What follows belongs to an exercise in optimizing a design on an open flow for small area, a short achievable clock period and few clock cycles per item; a production flow would make more cautious choices. Where RTL was checked, it was by simulation tests only, not by an equivalence proof against the original.

## the reference run
==> module aes_encrypt_core, before the edit <==
module aes_encrypt_core (
    input  wire         clk,
    input  wire         rst,         
    input  wire         start,
    input  wire         key_256,     
    input  wire [255:0] key,
    input  wire [127:0] block_in,
    output wire         ready,
    output wire         done,
    output wire [127:0] block_out
);
    reg [127:0] m1;          
    reg [127:0] ka1;         
    reg [127:0] kb1;         
    reg [7:0]   rcon1;       
    reg [3:0]   rnd1;
    reg         mode1;       
    reg         rot1;        
    reg         v1;          
    reg [223:0] d2;          
    reg [55:0]  kc2;         
    reg [127:0] ka2;
    reg [127:0] kb2;
    reg [7:0]   rcon2;       
    reg [7:0]   rcon_n2;     
    reg [3:0]   rnd2;
    reg         mode2;
    reg         last2;       
    reg         v2;
    reg [255:0] d3;          
    reg [63:0]  kc3;         
    reg [127:0] ka3;
    reg [127:0] kb3;
    reg [7:0]   rcon3;
    reg [7:0]   rcon_n3;
    reg [3:0]   rnd3;
    reg         mode3;
    reg         last3;
    reg         v3;
    reg [127:0] result;
    reg         done_q;
    reg         ready_q;
    wire ld     = !v3 || last3;
    wire accept = start && ready_q;
    function [7:0] xtime;
        input [7:0] b;
        begin
            xtime = {b[6:0], 1'b0} ^ (b[7] ? 8'h1b : 8'h00);
        end
    endfunction
    wire [127:0] x1;
    aes_xor128 u_ark (.a(m1), .b(ka1), .y(x1));
    wire [223:0] d1;
    aes_round_a u_round_a (.in(x1), .cut(d1));
    wire [31:0] kw1 = !mode1         ? {ka1[23:0], ka1[31:24]} :
                      rot1           ? {kb1[23:0], kb1[31:24]} : kb1[31:0];
    wire [55:0] kc1;
    aes_key_expand_a u_key_a (.word(kw1), .cut(kc1));
    wire last1 = (rnd1 == (mode1 ? 4'd14 : 4'd10));
    always @(posedge clk) begin
        d2      <= d1;
        kc2     <= kc1;
        ka2     <= ka1;
        kb2     <= kb1;
        rcon2   <= rot1 ? rcon1 : 8'h00;
        rcon_n2 <= rot1 ? xtime(rcon1) : rcon1;
        rnd2    <= rnd1;
        mode2   <= mode1;
        last2   <= last1;
    end
    wire [255:0] dd2;
    aes_round_b u_round_b (.cut_a(d2), .cut_b(dd2));
    wire [63:0] kcc2;
    aes_key_expand_b u_key_b (.cut_a(kc2), .cut_b(kcc2));
    always @(posedge clk) begin
        d3      <= dd2;
        kc3     <= kcc2;
        ka3     <= ka2;
        kb3     <= kb2;
        rcon3   <= rcon2;
        rcon_n3 <= rcon_n2;
        rnd3    <= rnd2;
        mode3   <= mode2;
        last3   <= last2;
    end
    wire [127:0] shifted, mixed;
    aes_round_c u_round_c (.cut(d3), .shifted(shifted), .mixed(mixed));
    wire [127:0] ke_pre;
    wire [31:0]  ke_sub;
    aes_key_expand_c u_key_c (.cut(kc3), .base(ka3), .rcon(rcon3), .pre(ke_pre), .sub(ke_sub));
    wire [127:0] ke_next = ke_pre ^ {4{ke_sub}};
    wire [127:0] rk_pre = mode3 ? kb3 : ke_pre;
    wire [127:0] rk_sub = mode3 ? 128'd0 : {4{ke_sub}};
    wire [127:0] res3 = (shifted ^ rk_pre) ^ rk_sub;
    wire [127:0] ka1_pre = ld ? key[255:128] : rk_pre;
    wire [127:0] ka1_sub = (ld || mode3) ? 128'd0 : {4{ke_sub}};
    always @(posedge clk) begin
        result <= res3;
        ka1    <= ka1_pre ^ ka1_sub;
        if (ld) begin
            m1    <= block_in;
            kb1   <= key[127:0];
            rcon1 <= 8'h01;
            rnd1  <= 4'd1;
            mode1 <= key_256;
            rot1  <= 1'b1;
        end else begin
            m1    <= mixed;
            kb1   <= ke_next;
            rcon1 <= rcon_n3;
            rnd1  <= rnd3 + 4'd1;
            mode1 <= mode3;
            rot1  <= !mode3 || !rnd3[0];
        end
    end
    wire       v1_n    = ld ? accept : v3;
    wire       mode1_n = ld ? key_256 : mode3;
    wire [3:0] rnd1_n  = ld ? 4'd1 : rnd3 + 4'd1;
    wire       ready_n = (!v2 || last2) &&
                         (!v1_n || !mode1_n || rnd1_n >= 4'd5) &&
                         (!v1 || !mode1 || rnd1 >= 4'd5);
    always @(posedge clk) begin
        if (rst) begin
            v1      <= 1'b0;
            v2      <= 1'b0;
            v3      <= 1'b0;
            done_q  <= 1'b0;
            ready_q <= 1'b1;
        end else begin
            v1      <= v1_n;
            v2      <= v1;
            v3      <= v2;
            done_q  <= v3 && last3;
            ready_q <= ready_n;
        end
    end
    assign ready     = ready_q;
    assign done      = done_q;
    assign block_out = result;
endmodule
export LEC_CHECK = 0
export CAP_MARGIN = 20
export CORE_MARGIN = 2
export CORE_UTILIZATION = 50
export CTS_BUF_LIST = sky130_fd_sc_hd__clkbuf_16
export CTS_CLUSTER_DIAMETER = 80
export CTS_CLUSTER_SIZE = 20
export PLACE_DENSITY = 0.6
export SETUP_SLACK_MARGIN = 3.3
export SLEW_MARGIN = 20
export SYNTH_HIERARCHICAL = 1
export SYNTH_MINIMUM_KEEP_SIZE = 0
create_clock -name core_clock -period 6.0 [get_ports {clk}]
standard.sh (not shown) runs the stock make flow with config.mk's settings and CLKGATE_MAP_FILE= SYNTH_SCRIPT=/design/flow/synth_recipe.tcl, a recipe that flattens the netlist after the stock synthesis.
==> flow/flow/run.sh <==
#!/bin/bash
# The standard layout (standard.sh, unchanged synthesis), with the input and
# output port buffers made from the smallest buffer cell, and a clock tree
# without dummy balancing loads.
set -euo pipefail
export BUFFER_PORTS_ARGS="-buffer_cell sky130_fd_sc_hd__buf_1"
export CTS_ARGS="-sink_clustering_enable -repair_clock_nets -sink_clustering_size 20 -sink_clustering_max_diameter 80 -buf_list sky130_fd_sc_hd__clkbuf_16 -dont_use_dummy_load"
bash standard.sh > standard.log 2>&1
Testbench counts of the reference run, summed over its fixed seeds: cycles 30,968, items 2,400.
Inputs modified between the reference run and the trial run:
-- flow/design.v --
<<< the reference run, line 418
    wire [31:0]  ke_sub;
    aes_key_expand_c u_key_c (.cut(kc3), .base(ka3), .rcon(rcon3), .pre(ke_pre), .sub(ke_sub));
    wire [127:0] ke_next = ke_pre ^ {4{ke_sub}};
    wire [127:0] rk_pre = mode3 ? kb3 : ke_pre;
    wire [127:0] rk_sub = mode3 ? 128'd0 : {4{ke_sub}};
    wire [127:0] res3 = (shifted ^ rk_pre) ^ rk_sub;
    wire [127:0] ka1_pre = ld ? key[255:128] : rk_pre;
    wire [127:0] ka1_sub = (ld || mode3) ? 128'd0 : {4{ke_sub}};
    always @(posedge clk) begin
        result <= res3;
        ka1    <= ka1_pre ^ ka1_sub;
        if (ld) begin
            m1    <= block_in;
            kb1   <= key[127:0];
            rcon1 <= 8'h01;
>>> the trial run, line 418
    wire [31:0]  ke_sub;
    aes_key_expand_c u_key_c (.cut(kc3), .base(ka3), .rcon(rcon3), .pre(ke_pre), .sub(ke_sub));
    wire [127:0] ke_next;
    aes_xor128 u_ke (.a(ke_pre), .b({4{ke_sub}}), .y(ke_next));
    wire [127:0] rk3 = mode3 ? kb3 : ke_next;    
    wire [127:0] res3;
    aes_xor128 u_ark_last (.a(shifted), .b(rk3), .y(res3));
    always @(posedge clk) begin
        result <= res3;
        if (ld) begin
            m1    <= block_in;
            ka1   <= key[255:128];
            kb1   <= key[127:0];
            rcon1 <= 8'h01;
<<< the reference run, line 436
        end else begin
            m1    <= mixed;
            kb1   <= ke_next;
            rcon1 <= rcon_n3;
>>> the trial run, line 435
        end else begin
            m1    <= mixed;
            ka1   <= rk3;
            kb1   <= ke_next;
            rcon1 <= rcon_n3;
Findings:
On time the worst path needs with I/O delays and setup: between the reference run and the trial run, it ends up higher for the trial run.
Clock tree cell share of total cell area: the reference run vs the trial run — no meaningful difference
Between the reference run and the trial run, the detailed-route wire length on metal 1 is lower for the reference run.
The reference run -> the trial run: global placer's final weighted congestion decreased slightly
In the trial run, total wirelength of the detailed-routed design is higher than in the reference run.
Only the layout flow was run in the trial run; the RTL was not checked for function there.

[separate check: timing with driven ports]
The flow's constraints put no driver on any port. The routed layouts listed below were extracted and timed again, unchanged, in two steps. Step 1 (the two cells are an assumption about what drives the block):
set clk [get_ports {clk}]
set_driving_cell -lib_cell sky130_fd_sc_hd__clkbuf_16 $clk
set_driving_cell -lib_cell sky130_fd_sc_hd__buf_2 [delete_from_list [all_inputs] $clk]
Step 2 moves the port delays by t, midway between the first and last clock arrival at a register: inputs arrive t later, outputs are due t later. That takes back most of the time a late clock gives input paths. Slacks: no drivers / after step 1 / after step 2; pairs: no drivers / after step 1.
| run | shift t [ns] | slack for setup (ns) | worst hold slack (ns) | worst setup path after step 2 | worst register clock-pin slew, ns |
|---|---|---|---|---|---|
| the reference run | 0.794 | 3.322 / 3.322 / 3.322 | 0.287 / 0.287 / 0.287 | register to register | 0.09 / 0.09 |
| the trial run | 0.805 | 3.279 / 3.279 / 3.279 | 0.292 / 0.292 / 0.292 | register to register | 0.09 / 0.09 |
After both steps setup and hold are still met in every run listed.
